Context: an optimization exercise on an open-source flow, tuned for small area, a short achievable clock period and few clock cycles per item. The choices shown serve that exercise and are no tape-out recipe.
The RTL was checked by simulation tests, not by an equivalence proof against the original design.

[design/flow/design.v]
module fg_fir (
    input  wire        clk,
    input  wire        rst,
    input  wire        cfg_we,
    input  wire [4:0]  cfg_addr,
    input  wire [31:0] cfg_data,
    input  wire        clr,
    input  wire        in_valid,
    output wire        in_ready,
    input  wire [63:0] in_x,
    output wire        out_valid,
    output wire [63:0] out_y,
    output wire [23:0] out_q,
    output wire        out_sat
);
    localparam NTAPS = 32;
    localparam S_IDLE = 2'd0;
    localparam S_MAC  = 2'd1;
    localparam S_OUT  = 2'd2;
    reg [1:0]  state;
    reg [4:0]  idx;
    reg [31:0] h [0:NTAPS-1];    
    reg [31:0] d [0:NTAPS-1];    
    reg [63:0] acc;
    wire [31:0] xtrunc = in_x[63:32];
    wire        xhalf  = in_x[31];
    wire        xstick = |in_x[30:0];
    wire        xup    = xhalf & (xstick | xtrunc[0]);
    wire [31:0] xrnd   = xtrunc + {31'd0, xup};
    wire signed [63:0] prod    = $signed(d[idx]) * $signed(h[idx]);
    wire [63:0]        acc_nxt = acc + {prod[62:0], 1'b0};
    integer i;
    always @(posedge clk) begin
        if (rst) begin
            state <= S_IDLE;
            idx   <= 5'd0;
            acc   <= 64'd0;
            for (i = 0; i < NTAPS; i = i + 1) begin
                h[i] <= 32'd0;
                d[i] <= 32'd0;
            end
        end else begin
            case (state)
                S_IDLE: begin
                    if (cfg_we) begin
                        h[cfg_addr] <= cfg_data;
                    end else if (clr) begin
                        for (i = 0; i < NTAPS; i = i + 1)
                            d[i] <= 32'd0;
                    end else if (in_valid) begin
                        d[0] <= xrnd;
                        for (i = 1; i < NTAPS; i = i + 1)
                            d[i] <= d[i-1];
                        idx   <= 5'd0;
                        acc   <= 64'd0;
                        state <= S_MAC;
                    end
                end
                S_MAC: begin
                    acc <= acc_nxt;
                    if (idx == 5'd31)
                        state <= S_OUT;
                    else
                        idx <= idx + 5'd1;
                end
                default: begin
                    state <= S_IDLE;
                end
            endcase
        end
    end
    assign in_ready  = (state == S_IDLE);
    assign out_valid = (state == S_OUT);
    assign out_y     = acc;
    wire [25:0] qtrunc = acc[63:38];
    wire        qhalf  = acc[37];
    wire        qstick = |acc[36:0];
    wire        qup    = qhalf & (qstick | qtrunc[0]);
    wire [26:0] qrnd   = {qtrunc[25], qtrunc} + {26'd0, qup};
    wire        q_hi   = ($signed(qrnd) > $signed(27'sd8388607));
    wire        q_lo   = ($signed(qrnd) < -$signed(27'sd8388608));
    assign out_sat = q_hi | q_lo;
    assign out_q   = q_hi ? 24'h7FFFFF : (q_lo ? 24'h800000 : qrnd[23:0]);
endmodule
[design/flow/run.sh]
#!/bin/bash
# synth_recipe.tcl (not shown) runs the flow's synth.tcl, then flattens the netlist and writes it again
# the make line also repeats each setting of config.mk as NAME=value (left out here)
make -C /OpenROAD-flow-scripts/flow DESIGN_CONFIG=/design/flow/config.mk WORK_HOME=/design/flow/orfs CLKGATE_MAP_FILE= SYNTH_SCRIPT=/design/flow/synth_recipe.tcl finish
[design/flow/config.mk]
export PLATFORM = sky130hd
export DESIGN_NAME = fg_fir
export DESIGN_NICKNAME = fg_fir
export VERILOG_FILES = /design/flow/design.v
export SDC_FILE = /design/flow/constraint.sdc
export NUM_CORES = 4
export LEC_CHECK = 0
export CAP_MARGIN = 20
export CORE_MARGIN = 2
export CORE_UTILIZATION = 40
export SLEW_MARGIN = 20
[design/flow/constraint.sdc]
create_clock -name core_clock -period 16.0 [get_ports {clk}]
set_input_delay 3.2000 -clock core_clock [delete_from_list [all_inputs] [get_ports {clk}]]
set_output_delay 3.2000 -clock core_clock [all_outputs]
set_load 0.01 [all_outputs]
==> impl_metrics.env, run 1 <==
export IMPL_clk_pin_slew_ns=0.06
export IMPL_syn_cell_area_um2=135000
export IMPL_drt_iter0_markers=12000
export IMPL_rsz0062_at_grt="no"
export IMPL_critPathLaunchType="flop"
export IMPL_final_max_slew_viol_count=0
export IMPL_cp_arrival_ns=14.49
export IMPL_synthArstFlopShare_pct=0
export IMPL_period_needed_ns=13.67
export IMPL_yosysWarnings=2
export IMPL_drc=0
export IMPL_cp_slowest_stage_delay_ns=0.91
export IMPL_syn_inst=13000
export IMPL_cts_sinks=2123
export IMPL_crit_path_end_kind="flop"
export IMPL_clock_latency_ns=0.93
export IMPL_grt_ovfl_total=0
export IMPL_vias=98300
export IMPL_avgViaCountPerCell=5.69
export IMPL_crit_top_cell="fa_1"
export IMPL_cp_max_fo=19
export IMPL_wl_um=435000
export IMPL_crit_start="idx[4]$_SDFFE_PP0P_"
export IMPL_finalNonFillerCells=17300
export IMPL_place_area_um2=141000
export IMPL_ios=197
export IMPL_max_slew_margin_rel_pct=17.2
export IMPL_core_rowCount=213
export IMPL_synth_main_ff_cell="dfxtp_1"
export IMPL_die_w_um=584
export IMPL_ys_ff_latch=2123
export IMPL_r2r_start="idx[4]$_SDFFE_PP0P_"
export IMPL_cts_made_buffers=226
export IMPL_utilization_pct=44.2
export IMPL_outcome="timing/DRC/antenna clean"
export IMPL_hp_class="flop to flop"
export IMPL_first_pass_iters=9
export IMPL_final_nets=14100
export IMPL_finalSetupViolCount=0
export IMPL_cts_root_buf="clkbuf_16"
export IMPL_slowest_stage="nor2_4"
export IMPL_syn_avg_cell_area_um2=10.3
export IMPL_floorplan_initialDensity_pct=40.1
export IMPL_grt_pass1_wl_um=648000
export IMPL_synth_seq_area_share_pct=39.2
export IMPL_fill_cells=31600
export IMPL_drive_gt1_share_pct=8.92
export IMPL_cts_tree="built"
export IMPL_max_freq_mhz=73.1
export IMPL_cts_setup_buffers=0
export IMPL_coreArea_um2=336000
export IMPL_hold_violations=0
export IMPL_cts_hold_buf=0
export IMPL_maxCapViolCount=0
export IMPL_place_hpwl_um=278000
export IMPL_htreeDepth=4
export IMPL_tns_ns=0
export IMPL_gp_congestion=0.900
export IMPL_syn2layout_area_growth_pct=10.2
export IMPL_grt_pass1_vias=97500
export IMPL_fp_dieH_um=584
export IMPL_grt_antenna_before_repair=43
export IMPL_port_buffers=195
export IMPL_finalCritPeriodShare_pct=85.5
export IMPL_skew_ns=0.0962
export IMPL_grt_max_degree=293
export IMPL_dieArea_um2=341000
export IMPL_tightest_slew_ns=1.24
export IMPL_dpl_cell_count=16800
export IMPL_ant_nets=0
export IMPL_post_drt_wl_per_cell_um=25.2
export IMPL_synth_edf_count=1024
export IMPL_gr_usage_all_layers_pct=25.1
export IMPL_fin_area_um2=148000
export IMPL_critPathKind="flop to flop"
export IMPL_worst_ep_required_time_ns=16.82
export IMPL_post_cts_resized=0
export IMPL_synth_nets=14500
export IMPL_cts_buffer_depth=4
export IMPL_synth_cell_type_count=88
export IMPL_hold_start="d[22][15]$_SDFFE_PP0P_"
## routing by layer
layer	routed length [µm]	part of all wire [%]	up-vias	global-route usage [%]
met3	36200	8.3	662	4.39
met2	197000	45	4038	39.0
met5	192	0.044	-	0
li1	-	-	43500	-
met1	188000	43	50100	35.7
met4	14000	3.2	12	7.51
## final timing paths
check | endpoint | slack (ns) | depth (start not counted)
worst min register to register | d[23][15]$_SDFFE_PP0P_ | 0.45 | 2
worst max-delay path | acc[56]$_SDFFE_PP0P_ | 2.33 | 40
worst max register to register | acc[56]$_SDFFE_PP0P_ | 2.33 | 40
worst min-delay path | d[23][15]$_SDFFE_PP0P_ | 0.45 | 2
## critical path, delay by kind of cell, from the launching register on
kind                     cells  cell delay, ns
flip-flops                   1            0.66
AO/OA/AOI/OAI               20            4.66
multiplexers                 1            0.25
adder cells (fa/ha/maj)     10            4.77
AND/OR/NAND/NOR              6            2.26
buffers and inverters        3            0.93
## sequential cells by signal, indices dropped and copies added, names as in the netlist, named ones only
signal  cells
d        1024
acc        63
h        1024
idx         5
state       2
## area by class of cell
class	count	area (µm²)	share of cell area, %
inverter	1010	3790	2.56
antenna	15	37.5	0.0253
clock buffer	296	6190	4.17
multi-input combinational	8821	74600	50.3
tap	4407	5510	3.72
timing repair buffer	473	4210	2.84
clock inverter	117	1230	0.827
sequential	2123	52800	35.6
## cells in the mapped netlist (all sizes together) (206+ instances only)
| cell | count | area, µm² |
|---|---|---|
| edfxtp | 1024 | 30700 |
| a21oi | 1162 | 5820 |
| ha | 253 | 3170 |
| mux4 | 310 | 6980 |
| nor2b | 270 | 1690 |
| and2 | 1229 | 7690 |
| dfxtp | 1099 | 22000 |
| nor2 | 276 | 1040 |
| fa | 1074 | 21500 |
| inv | 1010 | 3790 |
| a22oi | 206 | 1550 |
| clkbuf | 912 | 3420 |
| nand3b | 1005 | 7540 |
| nand2 | 1606 | 6030 |
## through the flow
stage          hold slack, ns  worst slack (ns)
4_1_cts                 0.442              2.49
3_3_place_gp            0.438              2.64
5_1_grt                 0.458              1.76
2_1_floorplan           0.431              4.78
6_report                0.447              2.33
3_5_place_dp            0.446              2.44
## layout by cell type (no fill, tap or decap), drive strengths merged, types with 80 or more instances in the layout
cell	n
a22o	155
nand3	99
nor2	276
inv	1017
nand2b	98
fa	1074
clkinv	83
buf	298
a22oi	206
nor2b	270
ha	253
o21ai	119
clkbuf	296
and2	1229
clkdlybuf4s50	175
xnor2	107
dfxtp	1099
a221oi	154
a21oi	1162
nand2	1606
nand3b	1005
mux4	310
edfxtp	1024
a21o	80
## logic make-up (layout without fill, tap and decap cells)
logic type                 Yosys count  in the layout  synth area share [%]
and+or+nand+nor                   4882           4882                  20.0
DFF                               2123           2123                  39.2
buffers and inverters             2101           1896                  6.11
AOI/OAI and AO/OA                 2069           2069                  9.55
adders and majority gates         1327           1327                  18.3
muxes                              368            368                  5.65
xor gates and xnor gates           174            174                  1.14
other                                1             16               0.00279
Testbench counts, summed over its fixed seeds: cycles 108,800, items 3,200.
==> run 2: changes to the inputs <==
--- a/design/flow/design.v
+++ b/design/flow/design.v
@@ -27,8 +27,12 @@
     wire        xstick = |in_x[30:0];
     wire        xup    = xhalf & (xstick | xtrunc[0]);
     wire [31:0] xrnd   = xtrunc + {31'd0, xup};
-    wire signed [63:0] prod    = $signed(d[idx]) * $signed(h[idx]);
-    wire [63:0]        acc_nxt = acc + {prod[62:0], 1'b0};
+    wire signed [63:0] p0 = $signed(d[{idx[2:0], 2'd0}]) * $signed(h[{idx[2:0], 2'd0}]);
+    wire signed [63:0] p1 = $signed(d[{idx[2:0], 2'd1}]) * $signed(h[{idx[2:0], 2'd1}]);
+    wire signed [63:0] p2 = $signed(d[{idx[2:0], 2'd2}]) * $signed(h[{idx[2:0], 2'd2}]);
+    wire signed [63:0] p3 = $signed(d[{idx[2:0], 2'd3}]) * $signed(h[{idx[2:0], 2'd3}]);
+    wire [63:0]        acc_nxt = acc + {p0[62:0], 1'b0} + {p1[62:0], 1'b0}
+                                     + {p2[62:0], 1'b0} + {p3[62:0], 1'b0};
     integer i;
     always @(posedge clk) begin
         if (rst) begin
@@ -58,7 +62,7 @@
                 end
                 S_MAC: begin
                     acc <= acc_nxt;
-                    if (idx == 5'd31)
+                    if (idx == 5'd7)
                         state <= S_OUT;
                     else
                         idx <= idx + 5'd1;
--- a/design/flow/config.mk
+++ b/design/flow/config.mk
@@ -7,5 +7,5 @@
 export LEC_CHECK = 0
 export CAP_MARGIN = 20
 export CORE_MARGIN = 2
-export CORE_UTILIZATION = 40
+export CORE_UTILIZATION = 35
 export SLEW_MARGIN = 20
==> run 2 against run 1 <==
Compared with the run above: still clean; clock skew increased by 0.0019 ns; synthesized area grew 76%; count of clock-buffer cells in the layout rose by 4; via count up 78%.
==> impl_metrics.env, run 2 <==
export IMPL_outcome="timing/DRC/antenna clean"
export IMPL_critPathKind="flop to flop"
export IMPL_clock_latency_ns=0.98
export IMPL_hp_class="flop to flop"
export IMPL_grt_pass1_vias=183000
export IMPL_first_pass_iters=8
export IMPL_cp_slowest_stage_delay_ns=0.67
export IMPL_cts_root_buf="clkbuf_16"
export IMPL_yosysMostFrequentCell="fa_1"
export IMPL_synth_top_area_share_pct=37.8
export IMPL_grt_util_met1_pct=32.2
export IMPL_max_slew_margin_rel_pct=15.6
export IMPL_cts_setup_buffers=0
export IMPL_vias=175000
export IMPL_yosysWarnings=2
export IMPL_dieArea_um2=683000
export IMPL_final_cell_mix="fa_1 (4476), inv_1 (4392), nand2_1 (2935)"
export IMPL_crit_start="idx[2]$_SDFFE_PP0P_"
export IMPL_gr_max_usage_layer="met2"
export IMPL_reg2reg_to="acc[53]$_SDFFE_PP0P_"
export IMPL_r2r_cells=49
export IMPL_synthTopCellsByCount="fa_1 (4477), inv_1 (4392), nand2_1 (2935), nor2_1 (2429), clkbuf_1 (1422)"
export IMPL_ant_nets=0
export IMPL_synthArstFlopShare_pct=0
export IMPL_utilization_pct=38.3
export IMPL_synth_cell_type_count=89
export IMPL_grt_util_met2_pct=38.0
export IMPL_drc=0
export IMPL_grt_pass1_wl_um=1240000
export IMPL_yosysTopAreaCell="fa_1"
export IMPL_fp_dieH_um=827
export IMPL_crit_path_end_kind="flop"
export IMPL_cp_arrival_ns=15.90
export IMPL_period_needed_ns=15.08
export IMPL_whs_ns=0.473
export IMPL_max_freq_mhz=66.3
export IMPL_grtUsageMet3_pct=6.20
export IMPL_grt_max_degree=223
export IMPL_floorplan_initialDensity_pct=35.1
export IMPL_syn2layout_area_growth_pct=9.09
export IMPL_final_max_slew_viol_count=0
export IMPL_hold_violations=0
export IMPL_rrSetupSlack_ns=0.92
export IMPL_synth_seq_area_share_pct=22.3
export IMPL_skew_ns=0.0982
export IMPL_tightest_slew_ns=1.26
export IMPL_rsz0062_at_grt="no"
export IMPL_drt_iter0_markers=19400
export IMPL_synth_main_ff_cell="dfxtp_1"
export IMPL_post_cts_resized=0
export IMPL_cts_buffer_depth=4
export IMPL_syn_avg_cell_area_um2=9.86
export IMPL_cts_tree="built"
export IMPL_r2r_start="idx[2]$_SDFFE_PP0P_"
export IMPL_worst_ep_required_time_ns=16.83
export IMPL_syn_inst=24000
export IMPL_final_common_cell="fa_1"
export IMPL_final_nets=29000
export IMPL_finalCritPeriodShare_pct=94.2
export IMPL_cp_max_fo=37
export IMPL_core_rowCount=302
export IMPL_wl_um=845000
export IMPL_grt_antenna_before_repair=68
export IMPL_place_hpwl_um=667000
export IMPL_cts_hold_buf=0
export IMPL_grt_ovfl_total=0
export IMPL_ios=197
export IMPL_crit_top_cell="fa_1"
export IMPL_gr_usage_all_layers_pct=24.6
export IMPL_finalSetupViolCount=0
export IMPL_cts_sinks=2121
export IMPL_ys_ff_latch=2121
export IMPL_die_w_um=827
export IMPL_critPathLaunchType="flop"
export IMPL_cp_endpoint="acc[53]$_SDFFE_PP0P_"
export IMPL_avgViaCountPerCell=5.33
export IMPL_clk_pin_slew_ns=0.07
export IMPL_synth_nets=29400
export IMPL_port_buffers=195
export IMPL_tns_ns=0
export IMPL_top_regs="d (1024), h (1024), acc (63)"
export IMPL_synthTopCellsByArea="fa_1 (38%), edfxtp_1 (13%), dfxtp_1 (9.3%), inv_1 (7.0%), nand2_1 (4.7%)"
export IMPL_syn_cell_area_um2=237000
export IMPL_synth_edf_count=1024
export IMPL_dp_slack_ns=1.07
export IMPL_cts_made_buffers=222
export IMPL_post_drt_wl_per_cell_um=25.7
export IMPL_htreeDepth=4
export IMPL_maxCapViolCount=0
export IMPL_gp_congestion=1.01
export IMPL_coreArea_um2=675000
export IMPL_drive_gt1_share_pct=6.95
export IMPL_slowest_stage="nand4_1"
export IMPL_layout_setup_ws_ns=0.922
run 2: cell count changes after synthesis, sizes merged, moves of 546 or more:
cell,previous run,this run
nand3b,1005,4
fa,1074,4477
a22oi,206,1217
inv,1010,4394
nor2,276,2430
ha,253,799
nand2,1606,2935
a21oi,1162,318
run 2: worst min path at each step:
| stage | startpoint | endpoint | slack, ns | depth (start not counted) |
|---|---|---|---|---|
| after CTS | d[29][19]$_SDFFE_PP0P_ | d[30][19]$_SDFFE_PP0P_ | 0.47 | 2 |
| after global placement | d[31][0]$_SDFFE_PP0P_ | d[31][0]$_SDFFE_PP0P_ | 0.48 | 2 |
| after floorplan | d[31][29]$_SDFFE_PP0P_ | d[31][29]$_SDFFE_PP0P_ | 0.46 | 2 |
| after detailed placement | d[31][26]$_SDFFE_PP0P_ | d[31][26]$_SDFFE_PP0P_ | 0.49 | 2 |
| after global routing | d[27][21]$_SDFFE_PP0P_ | d[28][21]$_SDFFE_PP0P_ | 0.51 | 2 |
| final | d[10][21]$_SDFFE_PP0P_ | d[11][21]$_SDFFE_PP0P_ | 0.47 | 2 |
run 2: per-stage QoR:
| stage | instances | area, µm² |
|---|---|---|
| 6_report | 32800 | 258000 |
| 3_3_place_gp | 32400 | 251000 |
| 4_1_cts | 32800 | 258000 |
| 2_1_floorplan | 24000 | 237000 |
| 3_5_place_dp | 32400 | 251000 |
| 5_1_grt | 32800 | 258000 |
run 2: cell type report:
cell class | count | area [µm²]
fill | 66300 | 417000
multi-input combinational | 16000 | 163000
sequential | 2121 | 52700
inverter | 4396 | 16500
tap | 8968 | 11200
timing repair buffer | 880 | 7490
clock buffer | 300 | 6170
clock inverter | 94 | 1100
antenna | 48 | 120
run 2: logic make-up (layout without fill, tap and decap cells):
family | count (synthesis) | after routing | share of synthesized area (%)
AOI/OAI and AO/OA | 2621 | 2621 | 8.02
xor gates and xnor gates | 392 | 392 | 1.46
adders and majority gates | 5276 | 5276 | 42.1
buffers and inverters | 5909 | 5670 | 9.37
DFF | 2121 | 2121 | 22.3
muxes | 472 | 472 | 3.43
other | 1 | 49 | 0.00158
and+or+nand+nor | 7239 | 7239 | 13.4
run 2: worst max-delay path: cells and delay by family (launching register included):
family / cells / cell delay (ns)
AOI/OAI and AO/OA: 20 / 4.26
DFF: 1 / 0.65
and+or+nand+nor: 6 / 1.66
adders and majority gates: 14 / 6.62
buffers and inverters: 7 / 1.03
xor gates and xnor gates: 2 / 0.75
run 2: layer usage:
layer  up-vias  routed length (µm)
met3      1548               88000
met4        34               52000
met5         -                 201
li1      73900                   -
met2      8090              373000
met1     91200              331000
Testbench counts of run 2, summed over its fixed seeds: cycles 32,000, items 3,200.

static timing again, ports no longer ideal:
How much do the figures lean on ideal ports? The routed layouts below were timed once more, with nothing changed but the port constraints. Step 1, drivers: a clkbuf_16 drives clk and a buf_2 each remaining input, both assumed. Step 2 adds t to the input delays and takes it off the output delays; t is the mean of the earliest and latest rising clock arrival at the registers after step 1. Input paths then give back, and output paths get back, about the clock's delay inside the block. Slacks: no drivers / after step 1 / after step 2; pairs: no drivers / after step 1.
run | t (ns) | setup slack, ns | worst setup path at the end | slew at the worst register clock pin (ns) | cell pins on the clock port's net
run 1 | 0.995 | 2.328 / 2.328 / 2.328 | register to register | 0.07 / 0.07 | 1
run 2 | 1.042 | 0.922 / 0.922 / 0.922 | register to register | 0.07 / 0.07 | 1
After both steps setup and hold are still met in every run listed.
